This is an optimization exercise on Yosys and OpenROAD, whose aim is small area, a short achievable clock period and few clock cycles per item, not a production implementation. Function was checked by simulation only, so behaviour that the tests miss may differ from the original.

`config.mk`:
```
export PLATFORM = sky130hd
export DESIGN_NAME = sgl_flit_rx
export DESIGN_NICKNAME = sgl_flit_rx
export VERILOG_FILES = /design/flow/design.v
export SDC_FILE = /design/flow/constraint.sdc
export NUM_CORES = 4
export LEC_CHECK = 0
export CAP_MARGIN = 20
export CORE_MARGIN = 2
export CORE_UTILIZATION = 62
export SLEW_MARGIN = 20
```
`standard.sh`:
```
#!/bin/bash
# synth_recipe.tcl (not shown) runs the flow's synth.tcl, then flattens the netlist and writes it again
# the make line also repeats each setting of config.mk as NAME=value (left out here)
make -C /OpenROAD-flow-scripts/flow DESIGN_CONFIG=/design/flow/config.mk WORK_HOME=/design/flow/orfs CLKGATE_MAP_FILE= SYNTH_SCRIPT=/design/flow/synth_recipe.tcl "${@:-finish}"
```
`flow/run.sh`:
```
#!/bin/bash
# The standard ORFS layout (standard.sh), with three changes to how the
# layout is made (the SDC, clock period and all constraints are unchanged):
#  - ports are buffered with buf_2 instead of the buffer ORFS picks,
#  - CTS clusters up to 30 sinks within 60 um and inserts no dummy loads,
#  - repair_timing works towards a setup slack margin of 9.9 ns.
# The full make output goes to standard.log; ORFS's per-step logs are under
# orfs/logs.
set -euo pipefail
export BUFFER_PORTS_ARGS="-buffer_cell sky130_fd_sc_hd__buf_2"
export CTS_ARGS="-sink_clustering_enable -repair_clock_nets -dont_use_dummy_load -sink_clustering_size 26 -sink_clustering_max_diameter 50"
export SETUP_SLACK_MARGIN=10.05
bash standard.sh > standard.log 2>&1
```
`design.v`:
```
module sgl_flit_rx (
  input  wire        clk,
  input  wire        rst,            
  input  wire        in_valid,
  input  wire [63:0] in_data,        
  output wire        in_ready,
  output wire        out_valid,
  output wire [63:0] out_data,       
  output wire        out_last,       
  output wire        out_pass,       
  output wire        out_fec_ok,     
  output wire [2:0]  out_corr,       
  output wire [23:0] out_corr_pos    
);
  function automatic [7:0] gf_mul2(input [7:0] a);
    gf_mul2 = {a[6:0], 1'b0} ^ (a[7] ? 8'h1D : 8'h00);
  endfunction
  function automatic [7:0] gf_mul(input [7:0] a, input [7:0] b);
    integer i;
    reg [7:0] r, x;
    begin
      r = 8'd0;
      x = a;
      for (i = 0; i < 8; i = i + 1) begin
        if (b[i]) r = r ^ x;
        x = gf_mul2(x);
      end
      gf_mul = r;
    end
  endfunction
  function automatic [7:0] gf_mulp(input [7:0] a, input integer k);
    gf_mulp = gf_mul(a, 8'd1 << k);
  endfunction
  function automatic [7:0] alpha_m(input integer k);
    case (k)
      81: alpha_m = 8'hF1;
      82: alpha_m = 8'hF6;
      83: alpha_m = 8'h7B;
      84: alpha_m = 8'hB3;
      85: alpha_m = 8'hD7;
      default: alpha_m = 8'h00;
    endcase
  endfunction
  reg  [4:0] phi;         
  reg  [4:0] wcnt;        
  reg        in_rdy_q;
  reg        tx_act;      
  reg        ph0_q;       
  reg        ph31_q;      
  reg        ph1_q;       
  reg        ph_le29_q;   
  wire accept  = in_valid && in_rdy_q;
  wire load    = accept && (wcnt == 5'd31);    
  wire [4:0] phi_n    = (accept && wcnt == 5'd0) ? 5'd1 : phi + 5'd1;
  wire [4:0] wcnt_n   = accept ? wcnt + 5'd1 : wcnt;
  wire       tx_act_n = (phi == 5'd31) ? load : tx_act;
  wire       rdy_n    = (phi_n == wcnt_n) || (wcnt_n == 5'd0 && !tx_act_n);
  always @(posedge clk) begin
    if (rst) begin
      phi      <= 5'd0;
      ph0_q    <= 1'b1;
      ph31_q   <= 1'b0;
      ph1_q    <= 1'b0;
      ph_le29_q <= 1'b1;
      wcnt     <= 5'd0;
      in_rdy_q <= 1'b1;
      tx_act   <= 1'b0;
    end else begin
      phi      <= phi_n;
      ph0_q    <= (phi_n == 5'd0);
      ph31_q   <= (phi_n == 5'd31);
      ph1_q    <= (phi_n == 5'd1);
      ph_le29_q <= (phi_n <= 5'd29);
      wcnt     <= wcnt_n;
      in_rdy_q <= rdy_n;
      tx_act   <= tx_act_n;
    end
  end
  reg [2047:0] ring;
  always @(posedge clk) begin
    ring <= {ring[1983:0], in_rdy_q ? in_data : ring[2047:1984]};
  end
  wire [63:0] rd_w = ring[2047:1984];    
  function automatic [7:0] lane(input [63:0] w, input integer b);
    lane = w[63 - 8*b -: 8];
  endfunction
  reg  [7:0] a0 [0:2];
  reg  [7:0] a1 [0:2];
  reg  [7:0] a2 [0:2];
  reg  [7:0] ns0 [0:2];
  reg  [7:0] ns1 [0:2];
  reg  [7:0] ns2 [0:2];
  always @* begin : syn_next
    integer g, i, cnt, m;
    reg [7:0] t0, t1, t2, b, p0, p1, p2;
    for (g = 0; g < 3; g = g + 1) begin
      cnt = (g == 2) ? 2 : 3;
      t0 = 8'd0; t1 = 8'd0; t2 = 8'd0;
      for (i = 0; i < 3; i = i + 1) if (g + 3*i < 8) begin
        b  = lane(in_data, g + 3*i);
        t0 = t0 ^ b;
        t1 = t1 ^ gf_mulp(b, cnt - 1 - i);
        t2 = t2 ^ gf_mulp(b, 2*(cnt - 1 - i));
      end
      p0 = (wcnt == 5'd0) ? 8'd0 : a0[g];
      p1 = (wcnt == 5'd0) ? 8'd0 : gf_mulp(a1[g], cnt);
      p2 = (wcnt == 5'd0) ? 8'd0 : gf_mulp(a2[g], 2*cnt);
      m = (g + 1) % 3;
      ns0[m] = p0 ^ t0;
      ns1[m] = p1 ^ t1;
      ns2[m] = p2 ^ t2;
    end
  end
  integer k;
  always @(posedge clk) begin
    if (accept) begin
      for (k = 0; k < 3; k = k + 1) begin
        a0[k] <= ns0[k];
        a1[k] <= ns1[k];
        a2[k] <= ns2[k];
      end
    end
  end
  reg  [7:0] se [0:2];
  reg  [7:0] sr [0:2];
  reg        fnd [0:2];
  reg  [7:0] fps [0:2];
  wire [4:0] s = phi;
  reg  [63:0] mask;
  reg  [2:0]  hit;
  reg  [7:0]  hpos [0:2];
  reg  [7:0]  se_w [0:2];
  reg  [7:0]  sr_w [0:2];
  always @* begin : search
    integer g, i, cnt, b;
    reg m;
    mask = 64'd0;
    for (g = 0; g < 3; g = g + 1) begin
      cnt = (g == 2) ? 2 : 3;
      se_w[g] = ph0_q ? a0[(g + 2) % 3] : se[g];
      sr_w[g] = ph0_q ? gf_mul(a1[(g + 2) % 3], alpha_m((g == 0) ? 85 : 84)) : sr[g];
      hit[g]  = 1'b0;
      hpos[g] = {s, 3'd0};
      for (i = 0; i < 3; i = i + 1) if (g + 3*i < 8) begin
        b  = g + 3*i;
        m  = (se_w[g] != 8'd0) && (gf_mulp(sr_w[g], i) == se_w[g]);
        if (m) begin
          mask[63 - 8*b -: 8] = se_w[g];
          hit[g]  = 1'b1;
          hpos[g] = {s, b[2:0]};
        end
      end
    end
  end
  always @(posedge clk) begin : srch
    integer g, m, cnt;
    for (g = 0; g < 3; g = g + 1) begin
      m   = (g + 1) % 3;
      cnt = (g == 2) ? 2 : 3;
      se[m]  <= se_w[g];
      sr[m]  <= gf_mulp(sr_w[g], cnt);
      fnd[m] <= (ph0_q ? 1'b0 : fnd[g]) | hit[g];
      fps[m] <= hit[g] ? hpos[g] : fps[g];
    end
  end
  reg [2:0] zc_q;
  reg [2:0] cons_q;
  reg [7:0] s2c;
  wire [7:0] cx = ph0_q ? a0[2] : se[0];
  wire [7:0] cy = ph0_q ? a2[2] : s2c;
  wire [7:0] cz = ph0_q ? a1[2] : sr[0];
  wire       ceq = (gf_mul(cx, cy) == gf_mul(cz, cz));
  always @(posedge clk) begin : chk
    integer c, m;
    if (ph0_q) begin
      for (c = 0; c < 3; c = c + 1) begin
        m = (c + 2) % 3;
        zc_q[c]   <= (a0[m] == 8'd0) && (a1[m] == 8'd0) && ((c == 1) || (a2[m] == 8'd0));
      end
      cons_q[0] <= ceq;
      cons_q[1] <= 1'b1;
      s2c       <= gf_mul(a2[1], 8'hA3);    
    end
    if (ph1_q)
      cons_q[2] <= ceq;
  end
  reg  [63:0] out_data_q;
  reg         out_valid_q, out_last_q, out_pass_q, out_fec_q;
  reg  [2:0]  out_corr_q;
  reg  [63:0] crc;
  reg  [63:0] crc_d_q;                          
  wire [63:0] word_c   = rd_w ^ mask;           
  wire [63:0] crc_next;
  sgl_crc64_upd u_crc (.crc(crc), .d(crc_d_q), .q(crc_next));
  reg [2:0] corr_f;
  reg       fec_f;
  always @* begin : fin
    integer c, g;
    fec_f = 1'b1;
    for (c = 0; c < 3; c = c + 1) begin
      g = (c + 1) % 3;
      corr_f[c] = (fnd[g] | hit[g]) && cons_q[c];
      fec_f = fec_f && (zc_q[c] || corr_f[c]);
    end
  end
  always @(posedge clk) begin
    if (ph_le29_q)
      out_data_q <= word_c;
    crc_d_q <= word_c;
    crc <= ph0_q ? {64{1'b1}} : crc_next;
    if (ph31_q) begin
      out_fec_q  <= fec_f;
      out_corr_q <= corr_f;
    end
  end
  always @(posedge clk) begin
    if (rst) begin
      out_valid_q <= 1'b0;
      out_last_q  <= 1'b0;
      out_pass_q  <= 1'b0;
    end else begin
      out_valid_q <= tx_act && ((ph_le29_q && phi != 5'd29) || ph31_q);
      out_last_q  <= tx_act && ph31_q;
      out_pass_q  <= fec_f && ((crc ^ crc_d_q) == {64{1'b1}});
    end
  end
  assign in_ready     = in_rdy_q;
  assign out_valid    = out_valid_q;
  assign out_data     = out_data_q;
  assign out_last     = out_last_q;
  assign out_pass     = out_pass_q;
  assign out_fec_ok   = out_fec_q;
  assign out_corr     = out_corr_q;
  assign out_corr_pos = {fps[1], fps[0], fps[2]};
endmodule
module sgl_crc64_upd (
  input  wire [63:0] crc,
  input  wire [63:0] d,
  output wire [63:0] q
);
  wire [63:0] x = crc ^ d;
  wire t64 = x[0] ^ x[63];
  wire t65 = x[4] ^ x[24];
  wire t66 = x[9] ^ x[16];
  wire t67 = x[10] ^ x[17];
  wire t68 = x[11] ^ x[18];
  wire t69 = x[37] ^ x[42];
  wire t70 = x[19] ^ x[54];
  wire t71 = x[5] ^ x[59];
  wire t72 = x[20] ^ x[55];
  wire t73 = x[36] ^ x[41];
  wire t74 = x[7] ^ x[12];
  wire t75 = x[2] ^ x[22];
  wire t76 = x[29] ^ x[43];
  wire t77 = x[3] ^ x[23];
  wire t78 = x[30] ^ x[44];
  wire t79 = x[31] ^ x[45];
  wire t80 = x[8] ^ x[13];
  wire t81 = x[51] ^ x[58];
  wire t82 = x[14] ^ x[50];
  wire t83 = x[28] ^ x[53];
  wire t84 = x[1] ^ x[48];
  wire t85 = x[35] ^ x[47];
  wire t86 = x[32] ^ x[57];
  wire t87 = x[33] ^ x[56];
  wire t88 = x[21] ^ x[46];
  wire t89 = x[15] ^ t67;
  wire t90 = x[34] ^ x[49];
  wire t91 = x[6] ^ x[39];
  wire t92 = x[38] ^ x[40];
  wire t93 = x[52] ^ t74;
  wire t94 = t66 ^ t68;
  wire t95 = x[26] ^ t64;
  wire t96 = x[27] ^ t73;
  wire t97 = t70 ^ t79;
  wire t98 = t65 ^ t71;
  wire t99 = x[62] ^ t72;
  wire t100 = t69 ^ t75;
  wire t101 = t76 ^ t77;
  wire t102 = t78 ^ t81;
  wire t103 = x[25] ^ t80;
  wire t104 = t82 ^ t87;
  wire t105 = x[41] ^ t83;
  wire t106 = t84 ^ t92;
  wire t107 = x[12] ^ t89;
  wire t108 = x[17] ^ x[21];
  wire t109 = x[1] ^ x[60];
  wire t110 = x[22] ^ x[25];
  wire t111 = x[37] ^ t88;
  wire t112 = t65 ^ t91;
  wire t113 = x[16] ^ t85;
  wire t114 = x[39] ^ t86;
  wire t115 = x[34] ^ t102;
  wire t116 = x[57] ^ t94;
  wire t117 = x[13] ^ x[61];
  wire t118 = x[8] ^ x[60];
  wire t119 = x[19] ^ x[48];
  wire t120 = x[38] ^ x[51];
  wire t121 = x[27] ^ x[35];
  wire t122 = x[15] ^ x[59];
  wire t123 = x[7] ^ x[40];
  wire t124 = t69 ^ t88;
  wire t125 = x[58] ^ t76;
  wire t126 = x[18] ^ t75;
  wire t127 = x[63] ^ t86;
  wire t128 = x[14] ^ t95;
  wire t129 = x[46] ^ t100;
  wire t130 = x[47] ^ x[52];
  wire t131 = x[34] ^ x[54];
  wire t132 = x[32] ^ x[48];
  wire t133 = x[5] ^ x[53];
  wire t134 = x[7] ^ t82;
  wire t135 = x[20] ^ t90;
  wire t136 = x[4] ^ t71;
  wire t137 = t68 ^ t78;
  wire t138 = x[6] ^ t84;
  wire t139 = x[56] ^ t85;
  wire t140 = x[45] ^ t80;
  wire t141 = x[44] ^ t66;
  wire t142 = x[28] ^ t96;
  wire t143 = x[49] ^ t101;
  wire t144 = x[50] ^ t93;
  wire t145 = x[15] ^ x[30];
  wire t146 = x[21] ^ x[31];
  wire t147 = x[0] ^ x[26];
  wire t148 = x[24] ^ x[33];
  wire t149 = x[32] ^ x[59];
  wire t150 = x[9] ^ x[35];
  wire t151 = x[19] ^ t90;
  wire t152 = x[3] ^ t70;
  wire t153 = t73 ^ t74;
  wire t154 = x[61] ^ t77;
  wire t155 = x[2] ^ t83;
  wire t156 = x[57] ^ t64;
  wire t157 = t69 ^ t87;
  wire t158 = x[11] ^ t74;
  wire t159 = x[47] ^ t110;
  wire t160 = x[17] ^ t81;
  wire t161 = t81 ^ t103;
  wire t162 = x[5] ^ t112;
  wire t163 = t97 ^ t122;
  wire t164 = t76 ^ t98;
  wire t165 = t79 ^ t99;
  wire t166 = t72 ^ t101;
  wire t167 = x[43] ^ t114;
  wire t168 = x[33] ^ t93;
  wire t169 = x[35] ^ x[52];
  wire t170 = x[56] ^ x[63];
  wire t171 = x[29] ^ x[42];
  wire t172 = x[40] ^ x[62];
  wire t173 = x[16] ^ x[30];
  wire t174 = x[23] ^ x[61];
  wire t175 = x[18] ^ x[51];
  wire t176 = x[29] ^ x[53];
  wire t177 = x[1] ^ x[55];
  wire t178 = x[42] ^ x[44];
  wire t179 = x[34] ^ x[42];
  wire t180 = x[23] ^ x[38];
  wire t181 = x[36] ^ x[49];
  wire t182 = x[37] ^ x[45];
  wire t183 = x[10] ^ x[50];
  wire t184 = t65 ^ t66;
  wire t185 = t73 ^ t123;
  wire t186 = x[31] ^ t70;
  wire t187 = x[46] ^ t117;
  wire t188 = x[3] ^ t78;
  wire t189 = t68 ^ t79;
  wire t190 = t65 ^ t87;
  wire t191 = x[14] ^ t87;
  wire t192 = x[54] ^ t83;
  wire t193 = x[10] ^ t92;
  wire t194 = x[25] ^ t67;
  wire t195 = t80 ^ t109;
  wire t196 = x[51] ^ t70;
  wire t197 = x[36] ^ t150;
  wire t198 = t75 ^ t85;
  wire t199 = x[43] ^ t72;
  wire t200 = x[2] ^ t95;
  wire t201 = x[1] ^ t89;
  wire t202 = t99 ^ t100;
  wire t203 = t105 ^ t121;
  wire t204 = x[62] ^ t104;
  wire t205 = t97 ^ t103;
  wire t206 = t105 ^ t139;
  wire t207 = t90 ^ t106;
  wire t208 = x[4] ^ t111;
  wire t209 = t68 ^ t113;
  wire t210 = x[7] ^ t143;
  wire t211 = x[8] ^ t107;
  wire t212 = x[40] ^ t107;
  wire t213 = t97 ^ t116;
  wire t214 = t67 ^ t129;
  wire t215 = x[6] ^ x[60];
  wire t216 = x[21] ^ x[58];
  wire t217 = x[22] ^ x[32];
  wire t218 = x[24] ^ x[55];
  wire t219 = x[28] ^ x[41];
  wire t220 = x[38] ^ x[61];
  wire t221 = x[39] ^ x[53];
  wire t222 = x[13] ^ x[49];
  wire t223 = x[52] ^ x[58];
  wire t224 = x[20] ^ x[46];
  wire t225 = x[28] ^ x[46];
  wire t226 = x[29] ^ x[39];
  wire t227 = x[8] ^ x[31];
  wire t228 = x[18] ^ x[55];
  wire t229 = x[39] ^ x[43];
  wire t230 = x[25] ^ x[26];
  wire t231 = x[52] ^ x[56];
  wire t232 = x[16] ^ t64;
  wire t233 = t120 ^ t145;
  wire t234 = t71 ^ t92;
  wire t235 = x[33] ^ t109;
  wire t236 = x[0] ^ t130;
  wire t237 = t82 ^ t176;
  wire t238 = t131 ^ t175;
  wire t239 = t69 ^ t132;
  wire t240 = t145 ^ t147;
  wire t241 = x[27] ^ t177;
  wire t242 = x[27] ^ t66;
  wire t243 = x[50] ^ t120;
  wire t244 = t64 ^ t91;
  wire t245 = t108 ^ t123;
  wire t246 = x[61] ^ t118;
  wire t247 = x[9] ^ t88;
  wire t248 = x[20] ^ t79;
  wire t249 = x[57] ^ t77;
  wire t250 = t119 ^ t180;
  wire t251 = x[44] ^ t182;
  wire t252 = t85 ^ t91;
  wire t253 = t82 ^ t132;
  wire t254 = t84 ^ t149;
  wire t255 = t86 ^ t119;
  wire t256 = x[2] ^ t64;
  wire t257 = x[58] ^ t78;
  wire t258 = t73 ^ t133;
  wire t259 = x[14] ^ t84;
  wire t260 = x[38] ^ t91;
  wire t261 = x[5] ^ t77;
  wire t262 = x[16] ^ t77;
  wire t263 = t72 ^ t91;
  wire t264 = x[30] ^ t72;
  wire t265 = t83 ^ t108;
  wire t266 = x[13] ^ t110;
  wire t267 = t124 ^ t134;
  wire t268 = t111 ^ t125;
  wire t269 = t117 ^ t152;
  wire t270 = x[28] ^ t134;
  wire t271 = t126 ^ t153;
  wire t272 = x[60] ^ t126;
  wire t273 = t114 ^ t146;
  wire t274 = x[17] ^ t155;
  wire t275 = t89 ^ t138;
  wire t276 = t98 ^ t127;
  wire t277 = x[37] ^ t125;
  wire t278 = t122 ^ t190;
  wire t279 = t140 ^ t247;
  wire t280 = t141 ^ t248;
  wire t281 = x[53] ^ t94;
  wire t282 = x[45] ^ t192;
  wire t283 = t76 ^ t96;
  wire t284 = t94 ^ t187;
  wire t285 = t95 ^ t139;
  wire t286 = t99 ^ t112;
  wire t287 = x[10] ^ t104;
  wire t288 = x[22] ^ t196;
  wire t289 = t121 ^ t137;
  wire t290 = x[24] ^ t93;
  wire t291 = t96 ^ t113;
  wire t292 = x[6] ^ t159;
  wire t293 = t153 ^ t189;
  wire t294 = x[18] ^ t135;
  wire t295 = x[23] ^ t138;
  wire t296 = x[47] ^ t94;
  wire t297 = t98 ^ t120;
  wire t298 = t71 ^ t188;
  wire t299 = t93 ^ t157;
  wire t300 = t86 ^ t197;
  wire t301 = x[11] ^ t193;
  wire t302 = t105 ^ t200;
  wire t303 = t161 ^ t184;
  wire t304 = t142 ^ t162;
  wire t305 = t137 ^ t202;
  wire t306 = t115 ^ t154;
  wire t307 = x[60] ^ t164;
  wire t308 = t186 ^ t274;
  wire t309 = t118 ^ t165;
  wire t310 = x[21] ^ t166;
  wire t311 = t128 ^ t282;
  wire t312 = t115 ^ t194;
  wire t313 = t128 ^ t133;
  wire t314 = t71 ^ t144;
  wire t315 = t166 ^ t227;
  wire t316 = x[26] ^ t163;
  wire t317 = x[4] ^ t142;
  wire t318 = t140 ^ t201;
  wire t319 = t136 ^ t296;
  wire t320 = t116 ^ t230;
  wire t321 = t124 ^ t210;
  wire t322 = t81 ^ t211;
  assign q[0] = ((t267 ^ (t151 ^ (t215 ^ ((x[38] ^ x[59]) ^ t169)))) ^ (t302 ^ t303));
  assign q[1] = (((t232 ^ ((x[47] ^ t75) ^ t135)) ^ t304) ^ (t269 ^ (t201 ^ t268)));
  assign q[2] = (t305 ^ (((t106 ^ t113) ^ t270) ^ (t136 ^ ((t108 ^ t77) ^ (x[6] ^ (x[25] ^ x[29]))))));
  assign q[3] = ((t143 ^ t162) ^ (t271 ^ (((t118 ^ t119) ^ (t170 ^ t79)) ^ ((x[26] ^ t108) ^ t233))));
  assign q[4] = (((t203 ^ t272) ^ t306) ^ (t273 ^ ((x[20] ^ t234) ^ t128)));
  assign q[5] = (((t217 ^ (t169 ^ t171)) ^ t142) ^ (t163 ^ (((t172 ^ t216) ^ t112) ^ (t154 ^ t235))));
  assign q[6] = (t307 ^ ((((x[63] ^ (x[25] ^ x[32])) ^ t185) ^ t129) ^ (t99 ^ (((x[33] ^ x[34]) ^ t173) ^ (t174 ^ t83)))));
  assign q[7] = ((((t66 ^ t102) ^ t204) ^ (t236 ^ (t136 ^ t187))) ^ (t210 ^ t308));
  assign q[8] = (t309 ^ (((t130 ^ t188) ^ (t237 ^ t238)) ^ (t275 ^ t276)));
  assign q[9] = ((((t71 ^ t80) ^ t104) ^ (t189 ^ t239)) ^ (t240 ^ ((t131 ^ t218) ^ (t219 ^ t220))));
  assign q[10] = (((t273 ^ t277) ^ t302) ^ (t278 ^ (((x[62] ^ t80) ^ t241) ^ t144)));
  assign q[11] = (((t191 ^ t192) ^ (t234 ^ t242)) ^ (t115 ^ (((t171 ^ t75) ^ (x[3] ^ t109)) ^ (t103 ^ t127))));
  assign q[12] = ((((t156 ^ t243) ^ t205) ^ (t89 ^ (((x[55] ^ x[61]) ^ t148) ^ (t173 ^ t221)))) ^ t321);
  assign q[13] = (t305 ^ (((t186 ^ t244) ^ t206) ^ (t245 ^ ((t149 ^ t222) ^ (x[43] ^ t109)))));
  assign q[14] = (t310 ^ (((t106 ^ t127) ^ (t178 ^ t104)) ^ ((t246 ^ t97) ^ t271)));
  assign q[15] = ((t202 ^ t279) ^ (((t151 ^ t154) ^ t167) ^ (t190 ^ ((x[15] ^ x[41]) ^ t102))));
  assign q[16] = (((t249 ^ t98) ^ t204) ^ (t280 ^ ((((x[43] ^ x[63]) ^ t110) ^ (t179 ^ t223)) ^ ((t85 ^ t88) ^ t193))));
  assign q[17] = ((t89 ^ (((x[11] ^ x[5]) ^ t181) ^ t100)) ^ (((t140 ^ t141) ^ (t236 ^ t250)) ^ (t167 ^ t270)));
  assign q[18] = (((((t148 ^ t224) ^ (t82 ^ t91)) ^ (t106 ^ t251)) ^ (t143 ^ t281)) ^ t322);
  assign q[19] = (t311 ^ (((t137 ^ t252) ^ (t69 ^ (x[58] ^ t118))) ^ t212));
  assign q[20] = ((((x[55] ^ t74) ^ t106) ^ t163) ^ (t283 ^ t284));
  assign q[21] = (t312 ^ (((t149 ^ ((x[21] ^ x[38]) ^ (x[53] ^ x[9]))) ^ t144) ^ (t285 ^ t286)));
  assign q[22] = ((((x[0] ^ x[58]) ^ t129) ^ (t207 ^ t287)) ^ (t213 ^ t304));
  assign q[23] = (((((x[11] ^ t130) ^ t114) ^ (t184 ^ t195)) ^ t212) ^ (t310 ^ t313));
  assign q[24] = ((((t246 ^ t89) ^ t207) ^ (t288 ^ t289)) ^ ((t95 ^ (t225 ^ t157)) ^ t314));
  assign q[25] = ((t165 ^ t283) ^ (((((x[12] ^ x[52]) ^ t174) ^ t151) ^ (t155 ^ t195)) ^ ((t243 ^ t252) ^ t116)));
  assign q[26] = ((t269 ^ t290) ^ ((((x[20] ^ t170) ^ t102) ^ (t124 ^ t155)) ^ ((t197 ^ t253) ^ (t67 ^ (t172 ^ t226)))));
  assign q[27] = (t213 ^ ((((t148 ^ t179) ^ (t183 ^ t215)) ^ (t125 ^ t198)) ^ ((t225 ^ ((x[36] ^ x[3]) ^ t123)) ^ (t240 ^ t99))));
  assign q[28] = (((t208 ^ t291) ^ (t254 ^ (((x[19] ^ x[61]) ^ t170) ^ t158))) ^ (t312 ^ t315));
  assign q[29] = ((t292 ^ t293) ^ (((t224 ^ (x[17] ^ t133)) ^ (t232 ^ t255)) ^ (t115 ^ t204)));
  assign q[30] = (((t168 ^ t294) ^ t316) ^ (t295 ^ (((t80 ^ t85) ^ t124) ^ (t127 ^ t160))));
  assign q[31] = (t317 ^ (t292 ^ (((x[33] ^ t175) ^ t199) ^ (t239 ^ t95))));
  assign q[32] = (((t256 ^ (t104 ^ t141)) ^ t307) ^ (t295 ^ ((t121 ^ (x[53] ^ (x[41] ^ x[46]))) ^ t161)));
  assign q[33] = (t318 ^ ((((x[50] ^ t220) ^ t113) ^ (t152 ^ t156)) ^ ((t257 ^ t258) ^ t208)));
  assign q[34] = (t319 ^ ((((x[36] ^ x[54]) ^ t160) ^ (t259 ^ t260)) ^ (t129 ^ t165)));
  assign q[35] = ((t206 ^ (((t147 ^ t179) ^ (t228 ^ t229)) ^ (t253 ^ t261))) ^ (t212 ^ t303));
  assign q[36] = (((t96 ^ ((t178 ^ t222) ^ (x[40] ^ t169))) ^ t320) ^ (t275 ^ ((t191 ^ t196) ^ t164)));
  assign q[37] = ((t289 ^ t297) ^ ((t107 ^ t279) ^ (t199 ^ (x[36] ^ t156))));
  assign q[38] = ((t285 ^ t293) ^ (t297 ^ ((t75 ^ t90) ^ (((x[1] ^ x[8]) ^ t178) ^ (t183 ^ t221)))));
  assign q[39] = (((t98 ^ (t216 ^ t158)) ^ t311) ^ (t207 ^ ((t262 ^ t96) ^ t167)));
  assign q[40] = (t313 ^ (((((x[15] ^ x[34]) ^ t108) ^ (t226 ^ t92)) ^ (t141 ^ t241)) ^ (t168 ^ t288)));
  assign q[41] = (t318 ^ (t203 ^ ((((x[23] ^ x[40]) ^ t131) ^ (t173 ^ t231)) ^ (t126 ^ t263))));
  assign q[42] = (t308 ^ (t116 ^ (((t171 ^ t218) ^ (t77 ^ t88)) ^ ((x[56] ^ (x[14] ^ x[35])) ^ t185))));
  assign q[43] = (t211 ^ (((t152 ^ t159) ^ (t86 ^ ((x[18] ^ x[56]) ^ t65))) ^ (t264 ^ ((t69 ^ t73) ^ t125))));
  assign q[44] = (t320 ^ ((t250 ^ t257) ^ (((x[13] ^ t146) ^ t136) ^ (t157 ^ t199))));
  assign q[45] = (((t103 ^ (t64 ^ ((x[4] ^ x[51]) ^ (x[56] ^ x[5])))) ^ (t144 ^ t167)) ^ ((t203 ^ t280) ^ t214));
  assign q[46] = ((t98 ^ ((t86 ^ t90) ^ (x[50] ^ t70))) ^ (((t101 ^ t185) ^ (t194 ^ t235)) ^ ((t251 ^ t256) ^ t209)));
  assign q[47] = (((t72 ^ (t181 ^ t64)) ^ t168) ^ (t298 ^ (((x[45] ^ t117) ^ t259) ^ (t265 ^ t94))));
  assign q[48] = (((t90 ^ (x[6] ^ (x[56] ^ x[62]))) ^ t107) ^ (t208 ^ ((t126 ^ t195) ^ (t237 ^ t97))));
  assign q[49] = ((((t70 ^ t72) ^ t127) ^ (t134 ^ t198)) ^ ((t233 ^ t261) ^ t284));
  assign q[50] = ((t286 ^ (((t130 ^ t146) ^ (x[36] ^ t119)) ^ (t191 ^ t262))) ^ t322);
  assign q[51] = ((t266 ^ (t135 ^ t245)) ^ (t281 ^ ((t231 ^ (x[48] ^ (x[15] ^ x[37]))) ^ t276)));
  assign q[52] = (t214 ^ (t168 ^ ((((x[13] ^ x[23]) ^ (x[28] ^ x[9])) ^ t156) ^ (t238 ^ t98))));
  assign q[53] = (((((t183 ^ t219) ^ (x[51] ^ t177)) ^ t200) ^ t319) ^ t321);
  assign q[54] = (((t206 ^ t268) ^ (t266 ^ (t158 ^ t242))) ^ (t298 ^ ((t90 ^ (t67 ^ t84)) ^ t128)));
  assign q[55] = ((((t89 ^ t96) ^ t115) ^ t213) ^ (t290 ^ (((t64 ^ t84) ^ (x[23] ^ t176)) ^ (t111 ^ t159))));
  assign q[56] = (((t264 ^ ((t180 ^ t223) ^ t254)) ^ t214) ^ (t209 ^ ((t83 ^ ((x[12] ^ x[24]) ^ (x[26] ^ x[49]))) ^ t205)));
  assign q[57] = (((t209 ^ t299) ^ (t244 ^ ((t131 ^ t132) ^ t160))) ^ (t315 ^ t317));
  assign q[58] = ((t299 ^ t300) ^ (((t80 ^ (t228 ^ t78)) ^ t164) ^ (t265 ^ (t106 ^ t151))));
  assign q[59] = (((t260 ^ (t135 ^ t258)) ^ (t272 ^ t277)) ^ (t287 ^ ((t78 ^ (x[57] ^ t150)) ^ t205)));
  assign q[60] = (((t263 ^ t267) ^ (t300 ^ t301)) ^ (t306 ^ t316));
  assign q[61] = (((t278 ^ t291) ^ t309) ^ (t301 ^ ((t111 ^ t93) ^ (t81 ^ (t217 ^ t229)))));
  assign q[62] = ((t255 ^ (((x[40] ^ x[44]) ^ t147) ^ (t174 ^ t181))) ^ (t162 ^ ((t104 ^ t158) ^ (t160 ^ t198))));
  assign q[63] = (((t96 ^ ((t172 ^ t182) ^ (x[15] ^ t148))) ^ t314) ^ (t294 ^ ((t138 ^ t249) ^ t161)));
endmodule
```
`constraint.sdc`:
```
create_clock -name core_clock -period 14.0 [get_ports {clk}]
set_input_delay 2.8000 -clock core_clock [delete_from_list [all_inputs] [get_ports {clk}]]
set_output_delay 2.8000 -clock core_clock [all_outputs]
set_load 0.01 [all_outputs]
```
==> flow_summary.ini, run 1 <==
[final_layout]
syn2layout_area_growth_pct = 11.2
seqCellArea_mm2 = 0.0501
fillers = 7016
multiInputGateArea_mm2 = 0.0192
fin_nets = 5331
drive_gt1_share_pct = 12.7
finalNonFillerCells = 6738

[cts]
cts_max_level = 4
cts_buffers = 143
cts_tree = done
worstSkewPairLatency_ps = 780
path_clk_slew_ps = 90
root_buffer = clkbuf_16
cts.sinks = 2423
clockBufferDepth = 3

[grt]
grt_util_met2_pct = 54.0
met1_usage_pct = 42.5
grt_max_degree = 66
met3_usage_pct = 4.97
top_usage_layer = met2
grt_usage_pct = 32.9
antenna_found_initial = 21
grt_pass1_vias = 36724
grt-ovfl-total = 0
grt_first_pass_wirelength_mm = 268

[drt]
dr_total_vias = 35405
routed_wl_mm = 190
drt_iter0_drc = 2936
postRouteAntennaNets = 0
via_per_inst = 5.25
wl_per_cell_um = 28.2
drc = 0
drtPass1Iterations = 5

[logic_synthesis]
synth_area_mm2 = 0.0694
synth_ff_type = dfxtp_1
ys_async_sr_fraction_pct = 0
synth_edf_count = 153
synth.ff_latch_count = 2423
yosysWarnings = 10
synth_cells = 4897
ys_types = 75
syn_avg_cell_area_um2 = 14.2
ys_seq_area_share_pct = 72.1
synthesis.nets = 4984

[floorplanning]
core.rowCount = 122
dieArea_mm2 = 0.115
fp.dieW_um = 339
ios = 163
initial_core_util_pct = 62.7
core-area_mm2 = 0.111
die_y_um = 339

[worst_setup_path]
rrSetupSlack_ps = 9940
path_delay_family = flip-flops
crit_path_max_fanout = 1
r2r_start = crc_d_q[5]$_DFF_P_
worst-path-buf-inv = 1
worstPathCellList = buf_2
slowest_stage = edfxtp_1
crit_required_ps = 11200
critPathMaxStageDelay_ps = 590
end_kind = output pin
critPathKind = flip-flop to output pin
arrival_ps = 1520
worstSetupStartpointType = flip-flop
reg2regPathDepth = 10
r2r-end = crc[58]$_SDFF_PP1_

[min_path]
hold_end = ring[1281]$_DFF_P_
hp-start = ring[1217]$_DFF_P_
hold_depth = 0
hp-class = flip-flop to flip-flop

[timing]
final-hold-violation-count = 0
period_needed_ps = 4320
worst_clock_skew_ps = 111
relSlewSlack_pct = 23.6
fmax_mhz = 232
period_share_pct = 30.8
hold_slack_ps = 277
tightest_slew_ps = 1140
finalSetupViolations = 0
rsz0062_at_grt = true
maxSlewViolCount = 0
fin_tns_setup_ps = 0

[place]
dp.cells = 6563
place.gp.congestion = 1.00
io_buffers = 162
hpwl_mm = 131

[flow_run]
maxCapViolCount = 0

[run_status]
status = no timing/DRC/antenna violations
## through the flow
| step | util (%) | worst slack, ps | cell area (µm²) |
|---|---|---|---|
| after floorplan | - | 9800 | 69500 |
| after global placement | 65.7 | 8890 | 72800 |
| after detailed placement | 65.8 | 8810 | 72900 |
| after CTS | 69.5 | 9680 | 77000 |
| after global routing | 69.7 | 9710 | 77200 |
| final | 69.7 | 9680 | 77200 |
## registers in the layout, indices dropped and copies added (netlist names), 2 cells and up
name,flops
a0,24
a1,24
a2,24
cons_q,2
crc,64
crc_d_q,64
fnd,3
fps,24
out_corr_q,3
out_data_q,64
phi,5
ring,2048
s2c,8
se,24
sr,24
wcnt,5
zc_q,3
## routing by layer
layer	vias to the layer above	part of all wire (%)
li1	16085	-
met1	17430	41
met2	1439	47
met3	443	5.9
met4	8	5.8
met5	-	0.030
## cells by family after synthesis
group | synth area share, %
multiplexers | 2.28
buffers and inverters | 0.993
flip-flops | 72.1
XOR/XNOR | 19.8
adder cells (fa/ha/maj) | 0.360
AO/OA/AOI/OAI | 1.27
AND/OR/NAND/NOR | 3.29
## area by class of cell
type / instances / area share, %
Antenna cell: 8 / 0.0259
Clock buffer: 143 / 4.63
Inverter: 70 / 0.387
Multi-Input combinational cell: 2306 / 24.9
Sequential cell: 2423 / 64.9
Tap cell: 1488 / 2.41
Timing Repair Buffer: 298 / 2.78
Timing Repair inverter: 2 / 0.0259
## timing repair
item	CTS	global route
gates cloned	1	3
pin swaps	2	0
buffers inserted	15	5
hold buffers	0	0
endpoints found under the setup margin	246	158
hold endpoints to repair	0	0
resized for setup	103	19
## Yosys cell counts (20+ instances only)
library cell     n  area share, %
dfxtp_1       2270             65
xnor2_1       1164             15
clkbuf_1        72           0.39
inv_1           64           0.35
a21oi_1         31           0.22
xnor3_1         31            1.0
edfxtp_1       153            6.6
nor2_1         208            1.1
nor4_1          33           0.30
xnor2_2         23           0.54
mux2_2          77            1.2
nand2_1        172           0.93
mux2i_1         56           0.81
xor2_1         270            3.4
o21ai_0         29           0.21
ha_1            20           0.36
nor3_1          21           0.15
## layout by cell type (no fill, tap or decap), types with 29 or more instances in the layout
master and instances:
mux2_2 77, dfxtp_1 2240, inv_1 63, xor2_1 263
xnor2_2 55, nand2_1 169, edfxtp_1 153, xnor2_1 1131
buf_2 125, buf_6 38, o21ai_0 29, clkbuf_16 145
a21oi_1 30, xnor3_1 31, mux2i_1 44, nor2_1 208
nor4_1 31, buf_4 130
## how the worst max path moves through the flow
stage	slack (ps)	startpoint	endpoint	cells after the start
2_1_floorplan	9800	in_valid	in_rdy_q$_SDFF_PP1_	8
4_1_cts	9680	out_data_q[7]$_DFFE_PP_	out_data[7]	1
6_report	9680	out_data_q[7]$_DFFE_PP_	out_data[7]	1
3_3_place_gp	8890	ph0_q$_SDFF_PP1_	out_fec_q$_DFFE_PP_	11
5_1_grt	9710	out_data_q[7]$_DFFE_PP_	out_data[7]	1
3_5_place_dp	8810	ph0_q$_SDFF_PP1_	cons_q[2]$_DFFE_PP_	12
Testbench counts, summed over its fixed seeds: cycles 16,648, flits 512.
==> run 2: changes to the inputs <==
--- a/flow/run.sh
+++ b/flow/run.sh
@@ -9,5 +9,5 @@
 set -euo pipefail
 export BUFFER_PORTS_ARGS="-buffer_cell sky130_fd_sc_hd__buf_2"
-export CTS_ARGS="-sink_clustering_enable -repair_clock_nets -dont_use_dummy_load -sink_clustering_size 26 -sink_clustering_max_diameter 50"
-export SETUP_SLACK_MARGIN=10.05
+export CTS_ARGS="-sink_clustering_enable -repair_clock_nets -dont_use_dummy_load -sink_clustering_size 30 -sink_clustering_max_diameter 60 -balance_levels"
+export SETUP_SLACK_MARGIN=9.9
 bash standard.sh > standard.log 2>&1
==> run 2 against run 1 <==
Still clean. Maximum frequency grew 1.8%. First-iteration DRC count stayed put. Routed wire length shrank 3.4%. Design area decreased by 1.6%. Critical path depth unchanged. Register-to-register slack lost 70 ps. Die area stayed put. Worst setup slack better by 78 ps.
==> flow_summary.ini, run 2 <==
[floorplanning]
core-area_mm2 = 0.111
core.rowCount = 122
initial_core_util_pct = 62.7
fp.dieW_um = 339
die_y_um = 339
dieArea_mm2 = 0.115
ios = 163

[worst_setup_path]
reg2regPathDepth = 9
critPathMaxStageDelay_ps = 550
critPathKind = flip-flop to output pin
slowest_stage = edfxtp_1
arrival_ps = 1440
rrSetupSlack_ps = 9870
worst-path-buf-inv = 1
r2r-end = crc[35]$_SDFF_PP1_
crit_required_ps = 11200
worstSetupStartpointType = flip-flop
r2r_start = crc[41]$_SDFF_PP1_
path_delay_family = flip-flops
worstPathCellList = buf_2
crit_path_max_fanout = 1
end_kind = output pin

[drt]
via_per_inst = 5.19
drc = 0
drtPass1Iterations = 5
routed_wl_mm = 184
postRouteAntennaNets = 0
dr_total_vias = 34719
drt_iter0_drc = 2936
wl_per_cell_um = 27.4

[grt]
grt_pass1_vias = 35653
grt_max_degree = 79
antenna_found_initial = 28
grt_first_pass_wirelength_mm = 260
grt-ovfl-total = 0
grt_usage_pct = 31.9

[timing]
rsz0062_at_grt = true
worst_clock_skew_ps = 141
fmax_mhz = 236
relSlewSlack_pct = 20.0
maxSlewViolCount = 0
finalSetupViolations = 0
period_needed_ps = 4240
fin_tns_setup_ps = 0
tightest_slew_ps = 1170
final-hold-violation-count = 0
period_share_pct = 30.3

[cts]
worstSkewPairLatency_ps = 750
clockBufferDepth = 3
cts.sinks = 2423
cts_tree = done
cts_max_level = 3
path_clk_slew_ps = 100
cts_hold_buf = 0
root_buffer = clkbuf_16
cts_buffers = 111

[final_layout]
final_common_cell = dfxtp_1
final_cell_mix = 2258 x dfxtp_1, 1127 x xnor2_1, 269 x xor2_1, 204 x nor2_1, 169 x nand2_1
finalNonFillerCells = 6691
syn2layout_area_growth_pct = 9.44
largest_reg_flops = 2048
largest-register = ring
fin_nets = 5286
drive_gt1_share_pct = 11.5
fillers = 7212

[logic_synthesis]
ys_seq_area_share_pct = 72.1
synth_edf_count = 153
syn_avg_cell_area_um2 = 14.2
ys_types = 75
synth.ff_latch_count = 2423
yosys.area.top_type = dfxtp_1
synth_ff_type = dfxtp_1
synth.most_common_cell = dfxtp_1
synth_area_mm2 = 0.0694
synth_top_cells_by_area = dfxtp_1 65%, xnor2_1 15%, edfxtp_1 6.6%, xor2_1 3.4%, mux2_2 1.2%
synth_cells = 4897
yosysWarnings = 10
synthesis.nets = 4984
yosysTopAreaCellShare_pct = 65.4
ys_async_sr_fraction_pct = 0
synthTopCellsByCount = 2270 x dfxtp_1, 1164 x xnor2_1, 270 x xor2_1, 208 x nor2_1, 172 x nand2_1

[min_path]
hp-start = ring[1934]$_DFF_P_
hp-class = flip-flop to flip-flop
hold_depth = 0
hold_end = ring[1998]$_DFF_P_

[place]
dp.cells = 6559
hpwl_mm = 129
io_buffers = 162
place.gp.congestion = 1.00

[run_status]
status = no timing/DRC/antenna violations

[flow_run]
maxCapViolCount = 0
## run 2: stage by stage
step	instance area (µm²)	util (%)	setup WS (ps)	hold slack, ps
after global routing	76000	68.6	9720	249
after floorplan	69500	-	9790	310
after detailed placement	72800	65.7	8760	312
after CTS	75900	68.5	9740	235
final	76000	68.6	9760	249
after global placement	72800	65.7	8830	309
## run 2: what timing repair did
action	CTS	global route
endpoints found under the hold margin	0	0
buffers inserted	14	0
gates cloned	1	0
pin swaps	2	0
setup endpoints to repair	127	70
resized for setup	33	23
## run 2: cell type report
class | count | area (µm²) | share of cell area (%)
sequential | 2423 | 50100 | 65.9
inverter | 70 | 272 | 0.357
antenna | 6 | 15.0 | 0.0198
tap | 1488 | 1860 | 2.45
timing repair buffer | 287 | 1880 | 2.47
clock buffer | 111 | 2780 | 3.65
multi-input combinational | 2306 | 19100 | 25.2
## run 2: per-layer routing
| layer | track usage (%) | vias up | share of wire, % |
|---|---|---|---|
| met1 | 42.3 | 17046 | 42 |
| met5 | 0 | - | 0.047 |
| li1 | - | 15974 | - |
| met4 | 16.5 | 14 | 6.0 |
| met2 | 51.1 | 1261 | 46 |
| met3 | 4.74 | 424 | 5.6 |
## run 2: worst max path at each step
stage / startpoint / to / slack (ps) / cells past startpoint
after CTS: out_data_q[41]$_DFFE_PP_ / out_data[41] / 9740 / 1
after detailed placement: ph0_q$_SDFF_PP1_ / out_fec_q$_DFFE_PP_ / 8760 / 10
after global placement: ph0_q$_SDFF_PP1_ / out_fec_q$_DFFE_PP_ / 8830 / 10
final: out_data_q[41]$_DFFE_PP_ / out_data[41] / 9760 / 1
after global routing: out_data_q[41]$_DFFE_PP_ / out_data[41] / 9720 / 1
after floorplan: in_valid / in_rdy_q$_SDFF_PP1_ / 9790 / 8
## run 2: cell families (layout without fill, tap and decap cells)
group	count (synthesis)	count (layout)	synth area share [%]
flops	2423	2423	72.1
fa+ha+maj	20	20	0.360
other cells	0	6	0
compound gates	133	133	1.27
buf+inv	168	468	0.993
xor+xnor	1492	1492	19.8
simple gates	518	518	3.29
mux	143	143	2.28
==> run 3: changes to the inputs <==
--- a/flow/run.sh
+++ b/flow/run.sh
@@ -9,5 +9,6 @@
 set -euo pipefail
 export BUFFER_PORTS_ARGS="-buffer_cell sky130_fd_sc_hd__buf_2"
-export CTS_ARGS="-sink_clustering_enable -repair_clock_nets -dont_use_dummy_load -sink_clustering_size 30 -sink_clustering_max_diameter 60 -balance_levels"
+export CTS_ARGS="-sink_clustering_enable -repair_clock_nets -dont_use_dummy_load -sink_clustering_size 30 -sink_clustering_max_diameter 60"
 export SETUP_SLACK_MARGIN=9.9
+export IO_CONSTRAINTS="$PWD/flow/io.tcl"
 bash standard.sh > standard.log 2>&1
==> flow/io.tcl (new file) <==
# Inputs on the left edge, outputs on the right edge.
set_io_pin_constraint -direction input -region left:*
set_io_pin_constraint -direction output -region right:*
==> run 3 against run 2 <==
Critical path type unchanged. Final cell count is 0.22% higher. Highest routed layer unchanged. Clock skew shrank 14 ps. Die area is the same. Design area is 0.31% higher. Still clean on timing, DRC and antenna. Largest cell class unchanged. Register-to-register slack better by 40 ps.
==> flow_summary.ini, run 3 <==
[run_status]
status = no timing/DRC/antenna violations

[worst_setup_path]
worst-path-buf-inv = 1
worstPathCellList = buf_2
critPathKind = flip-flop to output pin
slowest_stage = edfxtp_1
worstSetupStartpointType = flip-flop
r2r_start = a1[2][6]$_DFFE_PP_
end_kind = output pin
crit_required_ps = 11200
crit_start = out_data_q[33]$_DFFE_PP_
arrival_ps = 1500
r2r-end = out_data_q[36]$_DFFE_PP_
reg2regPathDepth = 11
critPathMaxStageDelay_ps = 570
path_delay_family = flip-flops
rrSetupSlack_ps = 9910
crit_path_max_fanout = 1

[timing]
tightest_slew_ps = 1150
finalSetupViolations = 0
rsz0062_at_grt = true
period_needed_ps = 4300
fin_tns_setup_ps = 0
worst_clock_skew_ps = 127
period_share_pct = 30.7
fmax_mhz = 233
relSlewSlack_pct = 22.7
final-hold-violation-count = 0
maxSlewViolCount = 0

[logic_synthesis]
synth_top_cells_by_area = dfxtp_1 65%, xnor2_1 15%, edfxtp_1 6.6%, xor2_1 3.4%, mux2_2 1.2%
yosysTopAreaCellShare_pct = 65.4
ys_async_sr_fraction_pct = 0
synthTopCellsByCount = 2270 x dfxtp_1, 1164 x xnor2_1, 270 x xor2_1, 208 x nor2_1, 172 x nand2_1
synth_area_mm2 = 0.0694
synth_ff_type = dfxtp_1
ys_types = 75
synth_cells = 4897
yosysWarnings = 10
synthesis.nets = 4984
yosys.area.top_type = dfxtp_1
syn_avg_cell_area_um2 = 14.2
synth.ff_latch_count = 2423
synth.most_common_cell = dfxtp_1
ys_seq_area_share_pct = 72.1
synth_edf_count = 153

[floorplanning]
die_y_um = 339
dieArea_mm2 = 0.115
core-area_mm2 = 0.111
initial_core_util_pct = 62.7
ios = 163
fp.dieW_um = 339
core.rowCount = 122

[grt]
grt_first_pass_wirelength_mm = 261
met1_usage_pct = 44.8
grt_pass1_vias = 35467
grt_util_met2_pct = 50.7
grt_usage_pct = 32.5
met3_usage_pct = 6.46
top_usage_layer = met2
grt_max_degree = 84
antenna_found_initial = 44
grt-ovfl-total = 0

[cts]
cts_buffers = 112
cts.sinks = 2423
worstSkewPairLatency_ps = 770
cts_hold_buf = 0
path_clk_slew_ps = 110
root_buffer = clkbuf_16
cts_max_level = 3
clockBufferDepth = 3
cts_tree = done

[drt]
via_per_inst = 5.29
drt_iter0_drc = 3860
wl_per_cell_um = 28.0
drc = 0
postRouteAntennaNets = 0
drtPass1Iterations = 6
routed_wl_mm = 188
dr_total_vias = 35497

[place]
place.gp.congestion = 1.00
hpwl_mm = 135
io_buffers = 162
post_dp_cell_area_mm2 = 0.0729

[final_layout]
largest-register = ring
final_cell_mix = 2257 x dfxtp_1, 1124 x xnor2_1, 265 x xor2_1, 208 x nor2_1, 169 x nand2_1
seqCellArea_mm2 = 0.0501
final_util_pct = 68.8
fillers = 7307
largest_reg_flops = 2048
final_common_cell = dfxtp_1
syn2layout_area_growth_pct = 9.77
multiInputGateArea_mm2 = 0.0192
fin_nets = 5303
final_cell_area_mm2 = 0.0762
drive_gt1_share_pct = 11.8

[min_path]
hold_end = ring[601]$_DFF_P_
hp-class = flip-flop to flip-flop
hold_depth = 0
hp-start = ring[537]$_DFF_P_

[flow_run]
maxCapViolCount = 0
-- run 3: changes by cell type in the layout (fill, tap and decap cells not counted), moves of 4 or more --
cell | before | now
buf_4 | 121 | 135
mux2i_2 | 14 | 7
mux2i_4 | 1 | 6
xnor2_2 | 58 | 63
buf_6 | 10 | 14
nor2_1 | 204 | 208
nor2_2 | 4 | 0
xor2_1 | 269 | 265
-- run 3: metal layers --
layer / vias to the layer above / share of wire (%)
met5: - / 0.046
met4: 12 / 4.5
met3: 388 / 9.2
met2: 1655 / 45
met1: 17410 / 42
li1: 16032 / -
-- run 3: layout make-up --
cell class | instances | share of cell area, %
timing repair buffer | 302 | 2.62
inverter | 70 | 0.379
timing repair inverter | 1 | 0.0148
clock buffer | 112 | 3.68
sequential | 2423 | 65.7
multi-input combinational | 2306 | 25.2
antenna | 4 | 0.0131
tap | 1488 | 2.44
-- run 3: kinds of logic (layout without fill, tap and decap cells) --
group	Yosys count	after routing	synth area share (%)
fa+ha+maj	20	20	0.360
xor+xnor	1492	1492	19.8
mux	143	143	2.28
simple gates	518	518	3.29
compound gates	133	133	1.27
buf+inv	168	485	0.993
flops	2423	2423	72.1
other cells	0	4	0
-- run 3: what timing repair did --
action	4_1_cts	5_1_grt
setup endpoints to repair	97	51
resized for setup	55	20
gates cloned	0	2
buffers inserted	3	14
-- run 3: how the worst max path moves through the flow --
| stage | cells past startpoint | end | slack, ps |
|---|---|---|---|
| 3_5_place_dp | 11 | in_rdy_q$_SDFF_PP1_ | 8660 |
| 5_1_grt | 1 | out_data[33] | 9680 |
| 6_report | 1 | out_data[33] | 9700 |
| 2_1_floorplan | 8 | in_rdy_q$_SDFF_PP1_ | 9790 |
| 4_1_cts | 1 | out_data[33] | 9710 |
| 3_3_place_gp | 11 | in_rdy_q$_SDFF_PP1_ | 8540 |
-- run 3: through the flow --
step	hold WS, ps	setup slack (ps)	instances
finish	267	9700	6706
global route	267	9680	6702
CTS	257	9710	6685
global placement	309	8540	6570
detailed placement	312	8660	6570
floorplan	310	9790	4897
==> run 4: changes to the inputs <==
--- a/flow/run.sh
+++ b/flow/run.sh
@@ -11,4 +11,3 @@
 export CTS_ARGS="-sink_clustering_enable -repair_clock_nets -dont_use_dummy_load -sink_clustering_size 30 -sink_clustering_max_diameter 60"
 export SETUP_SLACK_MARGIN=9.9
-export IO_CONSTRAINTS="$PWD/flow/io.tcl"
 bash standard.sh > standard.log 2>&1
removed: flow/io.tcl
==> run 4 against run 3 <==
Still clean on timing, DRC and antenna. Core utilization is 0.21 points lower. Via count is 2.2% lower. Synthesized cell count stayed put. Register-to-register slack worse by 40 ps. Maximum frequency is 1.4% higher. Critical path depth stayed put. Critical endpoint is now out_data[41]. Highest routed layer unchanged.
==> flow_summary.ini, run 4 <==
[floorplanning]
dieArea_mm2 = 0.115
die_y_um = 339
initial_core_util_pct = 62.7
core.rowCount = 122
ios = 163
fp.dieW_um = 339
core-area_mm2 = 0.111

[place]
io_buffers = 162
hpwl_mm = 129
post_dp_cell_area_mm2 = 0.0728
place.gp.congestion = 1.00

[drt]
routed_wl_mm = 184
drtPass1Iterations = 5
via_per_inst = 5.19
drt_iter0_drc = 2936
drc = 0
dr_total_vias = 34719
postRouteAntennaNets = 0
wl_per_cell_um = 27.4

[cts]
cts_tree = done
cts_buffers = 111
cts.sinks = 2423
path_clk_slew_ps = 100
cts_max_level = 3
worstSkewPairLatency_ps = 750
root_buffer = clkbuf_16
clockBufferDepth = 3

[timing]
fin_tns_setup_ps = 0
relSlewSlack_pct = 20.0
rsz0062_at_grt = true
period_needed_ps = 4240
finalSetupViolations = 0
fmax_mhz = 236
final-hold-violation-count = 0
period_share_pct = 30.3
hold_slack_ps = 249
tightest_slew_ps = 1170
worst_clock_skew_ps = 141
maxSlewViolCount = 0

[final_layout]
largest_reg_flops = 2048
fillers = 7212
drive_gt1_share_pct = 11.5
syn2layout_area_growth_pct = 9.44
multiInputGateArea_mm2 = 0.0191
fin_nets = 5286
final_cell_mix = 2258 x dfxtp_1, 1127 x xnor2_1, 269 x xor2_1, 204 x nor2_1, 169 x nand2_1
final_util_pct = 68.6
largest-register = ring
final_cell_area_mm2 = 0.0760
seqCellArea_mm2 = 0.0501
final_common_cell = dfxtp_1

[min_path]
hp-class = flip-flop to flip-flop

[worst_setup_path]
critPathMaxStageDelay_ps = 550
arrival_ps = 1440
path_delay_family = flip-flops
crit_path_max_fanout = 1
slowest_stage = edfxtp_1
critPathKind = flip-flop to output pin
worst-path-buf-inv = 1
worstPathCellList = buf_2
end_kind = output pin
crit_required_ps = 11200
worstSetupStartpointType = flip-flop

[grt]
grt_pass1_vias = 35653
grt-ovfl-total = 0
grt_max_degree = 79
grt_first_pass_wirelength_mm = 260
grt_usage_pct = 31.9
antenna_found_initial = 28

[logic_synthesis]
ys_seq_area_share_pct = 72.1
yosysWarnings = 10
synth.most_common_cell = dfxtp_1
syn_avg_cell_area_um2 = 14.2
synth_edf_count = 153
synth_area_mm2 = 0.0694
yosys.area.top_type = dfxtp_1
synth_cells = 4897
yosysTopAreaCellShare_pct = 65.4
ys_types = 75
synth_top_cells_by_area = dfxtp_1 65%, xnor2_1 15%, edfxtp_1 6.6%, xor2_1 3.4%, mux2_2 1.2%
synth_ff_type = dfxtp_1
synthesis.nets = 4984
synth.ff_latch_count = 2423
synthTopCellsByCount = 2270 x dfxtp_1, 1164 x xnor2_1, 270 x xor2_1, 208 x nor2_1, 172 x nand2_1
ys_async_sr_fraction_pct = 0

[flow_run]
maxCapViolCount = 0

[run_status]
status = no timing/DRC/antenna violations
-- run 4: worst paths after layout --
| path | start | endpoint | slack (ps) | cells past startpoint |
|---|---|---|---|---|
| setup reg to reg | crc[41]$_SDFF_PP1_ | crc[35]$_SDFF_PP1_ | 9870 | 9 |
| setup / recovery | out_data_q[41]$_DFFE_PP_ | out_data[41] | 9760 | 1 |
| hold reg to reg | ring[1934]$_DFF_P_ | ring[1998]$_DFF_P_ | 250 | 0 |
| hold / removal | ring[1934]$_DFF_P_ | ring[1998]$_DFF_P_ | 250 | 0 |
-- run 4: final cells by class --
cell class	count	area share (%)
Sequential cell	2423	65.9
Multi-Input combinational cell	2306	25.2
Clock buffer	111	3.65
Timing Repair Buffer	287	2.47
Tap cell	1488	2.45
Inverter	70	0.357
Antenna cell	6	0.0198
-- run 4: kinds of logic (layout without fill, tap and decap cells) --
logic type      after synthesis  count (layout)  synth area share [%]
compound gates              133             133                  1.27
flops                      2423            2423                  72.1
other cells                   0               6                     0
buf+inv                     168             468                 0.993
simple gates                518             518                  3.29
mux                         143             143                  2.28
xor+xnor                   1492            1492                  19.8
fa+ha+maj                    20              20                 0.360
-- run 4: stage by stage --
stage          worst slack [ps]  instances
2_1_floorplan              9790       4897
3_3_place_gp               8830       6559
3_5_place_dp               8760       6559
4_1_cts                    9740       6685
5_1_grt                    9720       6689
6_report                   9760       6691
-- run 4: what timing repair did --
action,4_1_cts,5_1_grt
resized for setup,33,23
setup endpoints to repair,127,70
cloned,1,0
pin swaps,2,0
setup buffers,14,0
hold buffers,0,0
-- run 4: routing by layer --
layer | part of all wire [%] | track usage, % | vias up
li1 | - | - | 15974
met2 | 46 | 51.1 | 1261
met4 | 6.0 | 16.5 | 14
met3 | 5.6 | 4.74 | 424
met5 | 0.047 | 0 | -
met1 | 42 | 42.3 | 17046
==> run 5: changes to the inputs <==
--- a/config.mk
+++ b/config.mk
@@ -6,6 +6,6 @@
 export NUM_CORES = 4
 export LEC_CHECK = 0
-export CAP_MARGIN = 20
+export CAP_MARGIN = 0
 export CORE_MARGIN = 2
 export CORE_UTILIZATION = 62
-export SLEW_MARGIN = 20
+export SLEW_MARGIN = 0
==> run 5 against run 4 <==
Still clean on timing, DRC and antenna. Core utilization barely moved. Synthesized cell count stayed put. Clock-buffer cell count unchanged. Highest routed layer unchanged.
==> flow_summary.ini, run 5 <==
[drt]
dr_total_vias = 34901
wl_per_cell_um = 27.7
via_per_inst = 5.21
routed_wl_mm = 186
drc = 0
drtPass1Iterations = 5
drt_iter0_drc = 3079
postRouteAntennaNets = 0

[logic_synthesis]
yosys.area.top_type = dfxtp_1
ys_async_sr_fraction_pct = 0
yosysTopAreaCellShare_pct = 65.4
ys_seq_area_share_pct = 72.1
synthesis.nets = 4984
synth_top_cells_by_area = dfxtp_1 65%, xnor2_1 15%, edfxtp_1 6.6%, xor2_1 3.4%, mux2_2 1.2%
ys_types = 75
synth_ff_type = dfxtp_1
synth.ff_latch_count = 2423
synth_cells = 4897
synthTopCellsByCount = 2270 x dfxtp_1, 1164 x xnor2_1, 270 x xor2_1, 208 x nor2_1, 172 x nand2_1
synth_area_mm2 = 0.0694
synth.most_common_cell = dfxtp_1
synth_edf_count = 153
yosysWarnings = 10
syn_avg_cell_area_um2 = 14.2

[worst_setup_path]
crit_required_ps = 11200
arrival_ps = 1460
reg2regPathDepth = 9
worstPathCellList = buf_2
end_kind = output pin
critPathKind = flip-flop to output pin
worst-path-buf-inv = 1
r2r_start = crc_d_q[41]$_DFF_P_
worstSetupStartpointType = flip-flop
r2r-end = crc[35]$_SDFF_PP1_
critPathMaxStageDelay_ps = 560
rrSetupSlack_ps = 9870
crit_path_max_fanout = 1
path_delay_family = flip-flops
slowest_stage = edfxtp_1

[grt]
grt_max_degree = 79
antenna_found_initial = 28
grt_util_met2_pct = 52.2
grt_pass1_vias = 35865
top_usage_layer = met2
grt_first_pass_wirelength_mm = 263
grt_usage_pct = 32.2
met3_usage_pct = 4.27
grt-ovfl-total = 0
met1_usage_pct = 42.9

[timing]
tightest_slew_ps = 1230
fin_tns_setup_ps = 0
hold_slack_ps = 247
maxSlewViolCount = 0
period_share_pct = 30.4
final-hold-violation-count = 0
rsz0062_at_grt = true
worst_clock_skew_ps = 140
fmax_mhz = 235
relSlewSlack_pct = 17.7
setup_ws_ps = 9740
finalSetupViolations = 0
period_needed_ps = 4260

[final_layout]
final_cell_mix = 2255 x dfxtp_1, 1127 x xnor2_1, 268 x xor2_1, 204 x nor2_1, 169 x nand2_1
drive_gt1_share_pct = 11.6
final_util_pct = 68.6
largest-register = ring
final_cell_area_mm2 = 0.0760
seqCellArea_mm2 = 0.0501
multiInputGateArea_mm2 = 0.0191
syn2layout_area_growth_pct = 9.47
fillers = 7248
finalNonFillerCells = 6694
largest_reg_flops = 2048
fin_nets = 5287
final_common_cell = dfxtp_1

[min_path]
hp-start = ring[1165]$_DFF_P_
hold_depth = 0
hold_end = ring[1229]$_DFF_P_
hp-class = flip-flop to flip-flop

[cts]
cts_tree = done
cts_max_level = 3
path_clk_slew_ps = 110
cts_buffers = 111
clockBufferDepth = 3
worstSkewPairLatency_ps = 750
cts.sinks = 2423
cts_hold_buf = 0
root_buffer = clkbuf_16

[floorplanning]
die_y_um = 339
core.rowCount = 122
fp.dieW_um = 339
initial_core_util_pct = 62.7
ios = 163
dieArea_mm2 = 0.115
core-area_mm2 = 0.111

[place]
post_dp_cell_area_mm2 = 0.0728
hpwl_mm = 129
io_buffers = 162
place.gp.congestion = 1.00
dp.cells = 6559
pre_cts_slack_ps = 8740

[run_status]
status = no timing/DRC/antenna violations

[flow_run]
maxCapViolCount = 0
[run 5: cell counts after synthesis]
Identical to the previous run, type by type.
[run 5: area by class of cell]
type	count	area share [%]
well taps	1488	2.45
multi-input cells	2306	25.2
flip-flops and latches	2423	65.9
repair buffers	288	2.47
inverters	70	0.357
diodes	8	0.0263
clock buffers	111	3.65
[run 5: cells by family (layout without fill, tap and decap cells)]
kind of cell | count (synthesis) | in the layout | synth area share (%)
DFF | 2423 | 2423 | 72.1
xor gates and xnor gates | 1492 | 1492 | 19.8
and+or+nand+nor | 518 | 518 | 3.29
buffers and inverters | 168 | 469 | 0.993
muxes | 143 | 143 | 2.28
AOI/OAI and AO/OA | 133 | 133 | 1.27
adders and majority gates | 20 | 20 | 0.360
other | 0 | 8 | 0
[run 5: how the worst max path moves through the flow]
stage | cells after the start | startpoint | to | slack [ps]
floorplan | 8 | in_valid | in_rdy_q$_SDFF_PP1_ | 9790
global placement | 10 | ph0_q$_SDFF_PP1_ | out_fec_q$_DFFE_PP_ | 8830
detailed placement | 10 | ph0_q$_SDFF_PP1_ | out_fec_q$_DFFE_PP_ | 8740
CTS | 1 | out_data_q[41]$_DFFE_PP_ | out_data[41] | 9730
global route | 1 | out_data_q[41]$_DFFE_PP_ | out_data[41] | 9740
finish | 1 | out_data_q[41]$_DFFE_PP_ | out_data[41] | 9740
[run 5: timing repair]
item,4_1_cts,5_1_grt
buffers inserted,15,0
pin swaps,2,0
resized for setup,36,25
setup endpoints to repair,148,73
cloned,1,0
[run 5: routing by layer]
layer / part of all wire (%) / vias to the layer above
met4: 5.9 / 18
li1: - / 15963
met3: 5.7 / 427
met2: 47 / 1340
met1: 42 / 17153
met5: 0.057 / -
[run 5: worst reg2reg max path, stage by stage (launching register included)]
cell	delay, ps
dfxtp_1	310
xnor2_1	120
buf_4	190
xnor2_1	710
xnor2_1	330
xnor2_1	890
xor2_1	400
xnor3_1	530
xnor2_1	420
nand2_1	120

## static timing again, ports no longer ideal
No port has a modelled driver above. Below, the same layouts with a new extraction and two added sets of constraints. Step 1 sets driving cells, clkbuf_16 on the clock port and buf_2 on the other inputs (assumed; they add their load-dependent delay and slew). Step 2, shift: input delay + t, output delay - t, t = (earliest + latest rising clock arrival at the registers) / 2. This alone moves slack from input paths to output paths. Slacks: ideal / step 1 / step 2; pairs: ideal / step 1.
| run | shift t [ns] | slack for setup (ns) | worst setup path after step 2 | worst register clock-pin slew, ns |
|---|---|---|---|---|
| run 1 | 0.814 | 9.681 / 9.601 / 9.314 | input to register | 0.12 / 0.12 |
| run 2 | 0.773 | 9.759 / 9.684 / 9.409 | input to register | 0.12 / 0.12 |
| run 3 | 0.790 | 9.699 / 9.623 / 9.192 | input to register | 0.12 / 0.12 |
| run 4 | 0.773 | 9.759 / 9.684 / 9.409 | input to register | 0.12 / 0.12 |
| run 5 | 0.772 | 9.744 / 9.666 / 9.359 | input to register | 0.12 / 0.12 |
After both steps setup and hold are still met in every run listed. The setup slack of run 3, which loses most, moves by -0.076 ns with the drivers and by -0.507 ns with both steps.
